Source: an optimization exercise on an open RTL-to-GDS flow (aim: small area, a short achievable clock period and few clock cycles). Production flows keep margins and buffers that such runs may drop. Function was checked by simulation only, so behaviour that the tests miss may differ from the original.

File: flow/design.v
module lin_engine (
    input  wire         clk,
    input  wire         rst,
    input  wire         start,
    input  wire [23:0]  code,
    input  wire [2:0]   rng,
    input  wire         general,
    input  wire         poly,
    input  wire [3:0]   nx,
    input  wire [1:0]   nt,
    input  wire [31:0]  temp,
    input  wire         temp_old,
    input  wire [767:0] coef,
    input  wire [31:0]  xmin,
    input  wire [31:0]  xmax,
    input  wire [31:0]  tmin,
    input  wire [31:0]  tmax,
    output reg          done,
    output reg  [31:0]  y,
    output reg          extrap,
    output reg          nonfin
);
    localparam [3:0] S_IDLE  = 4'd0,
                     S_CVT   = 4'd1,
                     S_DIV0  = 4'd2,
                     S_DIV   = 4'd3,
                     S_XRND  = 4'd4,
                     S_LOAD  = 4'd5,
                     S_MUL   = 4'd6,
                     S_ADD   = 4'd7,
                     S_STORE = 4'd8,
                     S_TMUL  = 4'd9,
                     S_TADD  = 4'd10,
                     S_FIN   = 4'd11;
    localparam [23:0] DIVISOR = 24'd8388607;    
    reg [3:0]  state;
    reg [31:0] x;         
    reg [31:0] acc;       
    reg [31:0] prod;      
    reg [31:0] p0, p1, p2;
    reg [2:0]  i;
    reg [1:0]  j;
    reg [4:0]  bitn;      
    reg [23:0] rem;
    reg [27:0] quo;
    wire [2:0] nxe = (nx > 4'd5) ? 3'd5 : nx[2:0];
    reg [31:0] fs;
    always @* begin
        if (!general) begin
            case (rng[1:0])
                2'd0:    fs = 32'h4000_0000;    
                2'd1:    fs = 32'h4080_0000;    
                2'd2:    fs = 32'h4100_0000;    
                default: fs = 32'h4180_0000;    
            endcase
        end else begin
            case (rng)
                3'd0:    fs = 32'h3CCC_CCCD;    
                3'd1:    fs = 32'h3DCC_CCCD;    
                3'd2:    fs = 32'h3F80_0000;    
                3'd3:    fs = 32'h4120_0000;    
                3'd4:    fs = 32'h41C8_0000;    
                3'd6:    fs = 32'h43C8_0000;    
                default: fs = 32'h457A_0000;    
            endcase
        end
    end
    wire        code_neg = code[23];
    wire [23:0] code_mag = code_neg ? (~code + 24'd1) : code;
    reg  [4:0]  code_lz;
    reg  [23:0] code_norm;
    reg  [31:0] code_f;
    integer     k;
    always @* begin
        code_lz = 5'd0;
        for (k = 0; k < 24; k = k + 1)
            if (code_mag[k]) code_lz = 5'd23 - k[4:0];
        code_norm = code_mag << code_lz;
        if (code_mag == 24'd0)
            code_f = 32'd0;
        else
            code_f = {code_neg, 8'd150 - {3'd0, code_lz}, code_norm[22:0]};
    end
    wire [31:0] mul_a = (state == S_CVT) ? code_f : acc;
    wire [31:0] mul_b = (state == S_CVT) ? fs : ((state == S_TMUL) ? temp : x);
    wire [31:0] mul_y;
    lin_fmul u_mul (.a(mul_a), .b(mul_b), .y(mul_y));
    reg  [4:0]  cidx;
    always @* begin
        if (state == S_LOAD)
            cidx = {nxe, 2'b00} + {3'd0, j};
        else
            cidx = {i - 3'd1, 2'b00} + {3'd0, j};
    end
    wire [31:0] coef_sel = coef[cidx*32 +: 32];
    reg  [31:0] p_sel;
    always @* begin
        case (j)
            2'd1:    p_sel = p0;
            2'd2:    p_sel = p1;
            default: p_sel = p2;
        endcase
    end
    wire [31:0] add_b = (state == S_ADD) ? coef_sel : p_sel;
    wire [31:0] add_y;
    lin_fadd u_add (.a(prod), .b(add_b), .y(add_y));
    wire [23:0] mp = {1'b1, prod[22:0]};
    wire        nbit = (bitn == 5'd27) ? mp[1] :
                       (bitn == 5'd26) ? mp[0] : 1'b0;
    wire [24:0] rtry = {rem, nbit};
    wire        qbit = (rtry >= {1'b0, DIVISOR});
    wire [24:0] rnext = qbit ? (rtry - {1'b0, DIVISOR}) : rtry;
    reg  [22:0] xq_frac;
    reg  [7:0]  xq_exp;
    reg         xq_g, xq_s;
    reg  [30:0] xq_mag;
    always @* begin
        if (quo[27]) begin
            xq_frac = quo[26:4];
            xq_g    = quo[3];
            xq_s    = (|quo[2:0]) | (rem != 24'd0);
            xq_exp  = prod[30:23] - 8'd22;
        end else begin
            xq_frac = quo[25:3];
            xq_g    = quo[2];
            xq_s    = (|quo[1:0]) | (rem != 24'd0);
            xq_exp  = prod[30:23] - 8'd23;
        end
        xq_mag = {xq_exp, xq_frac} + {30'd0, xq_g & (xq_s | xq_frac[0])};
    end
    wire x_nonfin   = (x[30:23] == 8'hFF);
    wire t_nonfin   = (temp[30:23] == 8'hFF);
    wire acc_nonfin = (acc[30:23] == 8'hFF);
    wire le_xmin, le_xmax, le_tmin, le_tmax;
    lin_fle u_le0 (.a(xmin), .b(x),    .le(le_xmin));
    lin_fle u_le1 (.a(x),    .b(xmax), .le(le_xmax));
    lin_fle u_le2 (.a(tmin), .b(temp), .le(le_tmin));
    lin_fle u_le3 (.a(temp), .b(tmax), .le(le_tmax));
    wire x_out   = !(le_xmin && le_xmax);
    wire t_out   = (nt != 2'd0) && !(le_tmin && le_tmax);
    wire any_nf  = x_nonfin || t_nonfin || acc_nonfin;
    always @(posedge clk) begin
        if (rst) begin
            state  <= S_IDLE;
            done   <= 1'b0;
            y      <= 32'd0;
            extrap <= 1'b0;
            nonfin <= 1'b0;
        end else begin
            done <= 1'b0;
            case (state)
                S_IDLE: begin
                    if (start) state <= S_CVT;
                end
                S_CVT: begin
                    prod  <= mul_y;              
                    state <= S_DIV0;
                end
                S_DIV0: begin
                    rem   <= {2'b00, mp[23:2]};
                    quo   <= 28'd0;
                    bitn  <= 5'd27;
                    state <= S_DIV;
                end
                S_DIV: begin
                    rem  <= rnext[23:0];
                    quo  <= {quo[26:0], qbit};
                    bitn <= bitn - 5'd1;
                    if (bitn == 5'd0) state <= S_XRND;
                end
                S_XRND: begin
                    if (prod[30:0] == 31'd0)
                        x <= {prod[31], 31'd0};
                    else
                        x <= {prod[31], xq_mag};
                    j <= 2'd0;
                    state <= poly ? S_LOAD : S_FIN;
                end
                S_LOAD: begin
                    acc <= coef_sel;             
                    i   <= nxe;
                    state <= (nxe == 3'd0) ? S_STORE : S_MUL;
                end
                S_MUL: begin
                    prod  <= mul_y;              
                    state <= S_ADD;
                end
                S_ADD: begin
                    acc <= add_y;                
                    i   <= i - 3'd1;
                    state <= (i == 3'd1) ? S_STORE : S_MUL;
                end
                S_STORE: begin
                    case (j)
                        2'd0: p0 <= acc;
                        2'd1: p1 <= acc;
                        2'd2: p2 <= acc;
                        default: ;
                    endcase
                    if (j == nt) begin
                        state <= (nt == 2'd0) ? S_FIN : S_TMUL;
                    end else begin
                        j <= j + 2'd1;
                        state <= S_LOAD;
                    end
                end
                S_TMUL: begin
                    prod  <= mul_y;              
                    state <= S_TADD;
                end
                S_TADD: begin
                    acc <= add_y;                
                    j   <= j - 2'd1;
                    state <= (j == 2'd1) ? S_FIN : S_TMUL;
                end
                S_FIN: begin
                    if (!poly) begin
                        y      <= x;
                        extrap <= 1'b0;
                        nonfin <= 1'b0;
                    end else begin
                        y      <= any_nf ? 32'h7FC0_0000 : acc;
                        extrap <= any_nf || temp_old || x_out || t_out;
                        nonfin <= any_nf;
                    end
                    done  <= 1'b1;
                    state <= S_IDLE;
                end
                default: state <= S_IDLE;
            endcase
        end
    end
endmodule
module lin_fle (
    input  wire [31:0] a,
    input  wire [31:0] b,
    output wire        le
);
    wire a_nan = (a[30:23] == 8'hFF) && (a[22:0] != 23'd0);
    wire b_nan = (b[30:23] == 8'hFF) && (b[22:0] != 23'd0);
    wire both_zero = (a[30:0] == 31'd0) && (b[30:0] == 31'd0);
    assign le = (a_nan || b_nan) ? 1'b0 :
                both_zero        ? 1'b1 :
                (a[31] != b[31]) ? a[31] :
                a[31]            ? (a[30:0] >= b[30:0]) :
                                   (a[30:0] <= b[30:0]);
endmodule
module lin_fmul (
    input  wire [31:0] a,
    input  wire [31:0] b,
    output reg  [31:0] y
);
    wire        sa = a[31];
    wire        sb = b[31];
    wire [7:0]  ea = a[30:23];
    wire [7:0]  eb = b[30:23];
    wire [22:0] fa = a[22:0];
    wire [22:0] fb = b[22:0];
    wire a_nan  = (ea == 8'hFF) && (fa != 23'd0);
    wire b_nan  = (eb == 8'hFF) && (fb != 23'd0);
    wire a_inf  = (ea == 8'hFF) && (fa == 23'd0);
    wire b_inf  = (eb == 8'hFF) && (fb == 23'd0);
    wire a_zero = (a[30:0] == 31'd0);
    wire b_zero = (b[30:0] == 31'd0);
    wire sy     = sa ^ sb;
    wire [23:0] ma = {ea != 8'd0, fa};
    wire [23:0] mb = {eb != 8'd0, fb};
    wire [7:0]  ea_eff = (ea == 8'd0) ? 8'd1 : ea;
    wire [7:0]  eb_eff = (eb == 8'd0) ? 8'd1 : eb;
    wire [47:0] prod = ma * mb;
    reg  [5:0]         lz;
    reg  [47:0]        norm;
    reg  signed [10:0] er;
    reg  [10:0]        shamt;
    reg  [95:0]        wide;
    reg  [7:0]         exp_f;
    reg  [22:0]        frac;
    reg                g, s, rup;
    reg  [30:0]        mag;
    integer            k;
    always @* begin
        lz = 6'd0;
        for (k = 0; k < 48; k = k + 1)
            if (prod[k]) lz = 6'd47 - k[5:0];
        norm = prod << lz;
        er = $signed({3'b000, ea_eff}) + $signed({3'b000, eb_eff})
           - 11'sd126 - $signed({5'b00000, lz});
        exp_f = 8'd0;
        frac  = 23'd0;
        g     = 1'b0;
        s     = 1'b0;
        shamt = 11'd0;
        wide  = 96'd0;
        if (er >= 11'sd1) begin
            exp_f = er[7:0];
            frac  = norm[46:24];
            g     = norm[23];
            s     = |norm[22:0];
        end else begin
            shamt = 11'd1 - er;
            if (shamt > 11'd60) shamt = 11'd60;
            wide  = {norm, 48'd0} >> shamt;
            frac  = wide[94:72];
            g     = wide[71];
            s     = |wide[70:0];
        end
        rup = g & (s | frac[0]);
        mag = {exp_f, frac} + {30'd0, rup};
        if (a_nan || b_nan || (a_inf && b_zero) || (b_inf && a_zero))
            y = 32'h7FC0_0000;
        else if (a_inf || b_inf)
            y = {sy, 8'hFF, 23'd0};
        else if (a_zero || b_zero)
            y = {sy, 31'd0};
        else if (er >= 11'sd255)
            y = {sy, 8'hFF, 23'd0};
        else
            y = {sy, mag};
    end
endmodule
module lin_fadd (
    input  wire [31:0] a,
    input  wire [31:0] b,
    output reg  [31:0] y
);
    wire a_nan = (a[30:23] == 8'hFF) && (a[22:0] != 23'd0);
    wire b_nan = (b[30:23] == 8'hFF) && (b[22:0] != 23'd0);
    wire a_inf = (a[30:23] == 8'hFF) && (a[22:0] == 23'd0);
    wire b_inf = (b[30:23] == 8'hFF) && (b[22:0] == 23'd0);
    wire        swap = (a[30:0] < b[30:0]);
    wire [31:0] x = swap ? b : a;
    wire [31:0] z = swap ? a : b;
    wire [7:0]  ex = (x[30:23] == 8'd0) ? 8'd1 : x[30:23];
    wire [7:0]  ez = (z[30:23] == 8'd0) ? 8'd1 : z[30:23];
    wire [23:0] mx = {x[30:23] != 8'd0, x[22:0]};
    wire [23:0] mz = {z[30:23] != 8'd0, z[22:0]};
    wire        sub = x[31] ^ z[31];
    reg  [7:0]  d;
    reg  [53:0] zal;
    reg  [26:0] zsh;
    reg  [27:0] sum;
    reg  [4:0]  lz;
    reg  [26:0] n;
    reg  [8:0]  e;
    reg  [22:0] frac;
    reg         g, s, rup;
    reg  [31:0] mag;
    integer     k;
    always @* begin
        d   = ex - ez;
        if (d > 8'd31) d = 8'd31;
        zal = {mz, 3'b000, 27'd0} >> d;
        zsh = zal[53:27] | {26'd0, |zal[26:0]};
        sum = sub ? ({1'b0, mx, 3'b000} - {1'b0, zsh})
                  : ({1'b0, mx, 3'b000} + {1'b0, zsh});
        lz = 5'd0;
        for (k = 0; k < 27; k = k + 1)
            if (sum[k]) lz = 5'd26 - k[4:0];
        if (sum[27]) begin
            n = sum[27:1] | {26'd0, sum[0]};
            e = {1'b0, ex} + 9'd1;
        end else if ({4'd0, lz} < {1'b0, ex}) begin
            n = sum[26:0] << lz;
            e = {1'b0, ex} - {4'd0, lz};
        end else begin
            n = sum[26:0] << (ex - 8'd1);
            e = 9'd0;
        end
        frac = n[25:3];
        g    = n[2];
        s    = n[1] | n[0];
        rup  = g & (s | frac[0]);
        mag  = {e, frac} + {31'd0, rup};
        if (a_nan || b_nan || (a_inf && b_inf && (a[31] != b[31])))
            y = 32'h7FC0_0000;
        else if (a_inf)
            y = a;
        else if (b_inf)
            y = b;
        else if (sum == 28'd0)
            y = {a[31] & b[31], 31'd0};
        else if (e >= 9'd255 || mag[31:23] >= 9'd255)
            y = {x[31], 8'hFF, 23'd0};
        else
            y = {x[31], mag[30:0]};
    end
endmodule
File: flow/run.sh
#!/bin/bash
# synth_recipe.tcl (not shown) runs the flow's synth.tcl, then flattens the netlist and writes it again
# the make line also repeats each setting of config.mk as NAME=value (left out here)
make -C /OpenROAD-flow-scripts/flow DESIGN_CONFIG=/design/flow/config.mk WORK_HOME=/design/flow/orfs CLKGATE_MAP_FILE= SYNTH_SCRIPT=/design/flow/synth_recipe.tcl finish
File: flow/config.mk
export PLATFORM = sky130hd
export DESIGN_NAME = lin_engine
export DESIGN_NICKNAME = lin_engine
export VERILOG_FILES = /design/flow/design.v
export SDC_FILE = /design/flow/constraint.sdc
export NUM_CORES = 4
export LEC_CHECK = 0
export CAP_MARGIN = 20
export CORE_MARGIN = 2
export CORE_UTILIZATION = 40
export SLEW_MARGIN = 20
File: flow/constraint.sdc
create_clock -name core_clock -period 30.0 [get_ports {clk}]
set_input_delay 6.0000 -clock core_clock [delete_from_list [all_inputs] [get_ports {clk}]]
set_output_delay 6.0000 -clock core_clock [all_outputs]
set_load 0.01 [all_outputs]
==> results by group <==
Place
  – Cells after DPL: 12.3k
  – # port buffers: 1001
  – Post-Place Worst Slack: 1.29 ns
  – GPL Wtd Cong: 1.11
  – Dpl hpwl: 355000 µm

Timing
  – Worst slew pin tran: 1.30 ns
  – RSZ-0062 raised after global routing: no
  – Min Clock Period, post-route: 28.87 ns
  – Clock Skews: 0.0697 ns
  – Final setup TNS: 0 ns
  – Rel. slew slack: 0.123
  – Max Slew Vio Count: 0
  – Final hold violations: 0
  – Final setup viols: 0
  – Max Clk Rate: 0.0346 GHz
  – Setup ws final: 1.13 ns
  – Final worst-path cycle share: 0.962

Setup path
  – CP max stage delay: 0.82 ns
  – CP Class: in2reg
  – Critical path data required time: 30.32 ns
  – Worst-path fanout max: 24
  – Most used cell, CP: a31oi_1
  – Critical-path top delay cell: a31oi_1
  – Worst EP arrival: 29.19 ns
  – Startpoint types: input pin
  – Critical Path End Type: flip-flop

Logic synthesis
  – Most area-consuming cells after synthesis: fa_1 14%, edfxtp_1 11%, ha_1 7.9%, nand2_1 7.5%, inv_1 4.6%
  – Synth Net Count: 11.0k
  – Top post-synthesis cells by count: 1377 x nand2_1, 851 x inv_1, 656 x nor2_1, 487 x fa_1, 484 x a21oi_1
  – Post-synthesis instance area: 0.0690 mm²
  – Post-synthesis register bit count: 293
  – Top-count cell post-synth: nand2_1
  – Post-synthesis xor/xnor area fraction: 0.0282
  – Synth async-reset ratio: 0
  – Compound-Gate Fraction of Synth Area: 0.225
  – Synth Area in Adders: 0.220
  – Main combinational cell family by area after synthesis: simple AND/OR/NAND/NOR gates
  – Synth cell types: 131
  – Simple-gate portion of the synthesized area: 0.239
  – Main synth FF type: edfxtp_1
  – Synth warn: 3
  – Post-synth EDFFs: 254
  – Top cell type by total area after synthesis: fa_1
  – Share of the synthesized area in the top cell type: 0.141
  – Synthesized instance count: 9080
  – Mux cell area share after synthesis: 0.0863
  – Syn Area/Cell: 7.60 µm²
  – Register area share after synthesis: 0.122

Clock network
  – CTS Buf Count: 34
  – Clock slew at reported path FFs: 0.07 ns
  – Cts hold-fix bufs: 0
  – Clock sinks: 293
  – Clock latency (worst-skew pair): 0.62 ns
  – Number of setup buffers added after CTS: 0
  – Clock buffer depth: 3
  – CTS tree: done
  – Resized cells post-CTS: 0
  – H-Tree Depth: 2
  – Root Buffer: clkbuf_16

Hold path
  – Hold/Removal Path Class: reg2reg

Finish
  – Layout cells sized above 1: 0.0870
  – Final core utilization: 0.496
  – Non-Filler Instances: 12.4k
  – Fin nets: 11.9k
  – Layout Area Growth over Synthesis: 23.3%

Floorplan
  – Cell row count: 152
  – IO Pins: 1002
  – Initial core utilization: 0.402
  – Core Region: 0.172 mm²
  – Die width: 419 µm
  – Die Y: 419 µm
  – Die area: 0.176 mm²

Global route
  – Total track usage: 0.483
  – Largest net degree at the start of global routing: 103
  – Initial antenna violation count: 74
  – First-pass GRT wire length: 605000 µm
  – Global route overflow: 0
  – Number of global-route vias before repair: 78.4k

Detailed routing
  – Via density: 6.62
  – Iter 0 DRT Violations: 10.7k
  – Routed WL: 439000 µm
  – Avg WL per Cell: 35.3 µm
  – Antenna viol nets, final: 0
  – # DRC: 0
  – Via Count: 82.1k
  – Drt pass-1 iters: 7

Run
  – # Max-Cap Violations: 0

Outcome
  – Outcome: timing/DRC/antenna clean
## worst max-delay path: cells and delay by family
kind                       cells  cell delay (ns)
AOI/OAI and AO/OA             31            10.05
xor gates and xnor gates       2             0.85
buffers and inverters          9             1.92
and+or+nand+nor               26             7.15
muxes                          6             1.84
adders and majority gates      5             1.27
## registers in the layout, summed over array words and instances, names as in the netlist
signal and cells:
p2 32, state 4, x 32, p0 32, bitn 5, prod 32, quo 28, i 3
extrap 1, rem 24, y 32, nonfin 1, p1 32, j 2, done 1, acc 32
## cell type report
| cell class | instances | area (µm²) |
|---|---|---|
| fillers | 16896 | 86400 |
| clock inverters | 24 | 350 |
| clock buffers | 38 | 866 |
| multi-input cells | 7355 | 55600 |
| repair buffers | 1462 | 13600 |
| well taps | 2310 | 2890 |
| diodes | 70 | 175 |
| flip-flops and latches | 293 | 8410 |
| inverters | 858 | 3220 |
## stage by stage
step	area (µm²)	hold WS, ns
global placement	83700	0.444
global route	85000	0.481
floorplan	69000	0.475
detailed placement	83700	0.449
finish	85100	0.458
CTS	84900	0.460
## kinds of logic after synthesis
kind of cell    Yosys count
simple gates           3493
flops                   293
compound gates         2280
fa+ha+maj               922
buf+inv                1432
mux                     438
xor+xnor                222
## per-layer routing
metal / share of wire / track usage
met5: 0.00077 / 0
met4: 0.11 / 0.455
met3: 0.11 / 0.148
met2: 0.43 / 0.728
met1: 0.35 / 0.542
## cell usage in the layout (no fill, tap or decap), types with 112 or more instances in the layout
master,instances
xnor2_1,142
mux4_2,117
buf_4,448
and2_1,129
edfxtp_1,254
fa_1,487
ha_1,433
nand4_1,149
a31oi_1,162
clkdlybuf4s50_1,1000
a211oi_1,116
mux2i_1,253
nor2_1,646
o21ai_0,403
nor3_1,246
nand3_1,302
nand2_1,1376
nor4_1,133
inv_1,850
o211ai_1,112
a21oi_1,475
## worst paths after layout
| check | slack [ns] | to | cells past startpoint | startpoint |
|---|---|---|---|---|
| max | 1.13 | acc[19]$_DFFE_PP_ | 79 | nx[1] |
| min | 0.46 | extrap$_SDFFE_PP0P_ | 2 | extrap$_SDFFE_PP0P_ |
| max reg2reg | 5.86 | acc[19]$_DFFE_PP_ | 79 | state[2]$_SDFFE_PP0P_ |
| min reg2reg | 0.46 | extrap$_SDFFE_PP0P_ | 2 | extrap$_SDFFE_PP0P_ |
Testbench counts, summed over its fixed seeds: cycles 27,440.

## port drivers added, routing unchanged
No port has a modelled driver above. Below, the same layout with a new extraction and two added sets of constraints.
Step 1 assumes that a clkbuf_16 drives the clock port and a buf_2 every other input.
Step 2, shift: input delay + t, output delay - t, t = (earliest + latest rising clock arrival at the registers) / 2. This alone moves slack from input paths to output paths.
Three values: ideal, step 1, step 2; two values: the first two.
shift t [ns]: 0.665
setup slack, ns: 1.127 / 1.186 / 0.521
worst slew at a driven data input, ns: 0.44
pins driven straight from the clock port: 1
After both steps setup and hold are still met in this run. For this run, drivers alone change the setup slack by +0.059 ns; drivers and shift together by -0.606 ns.
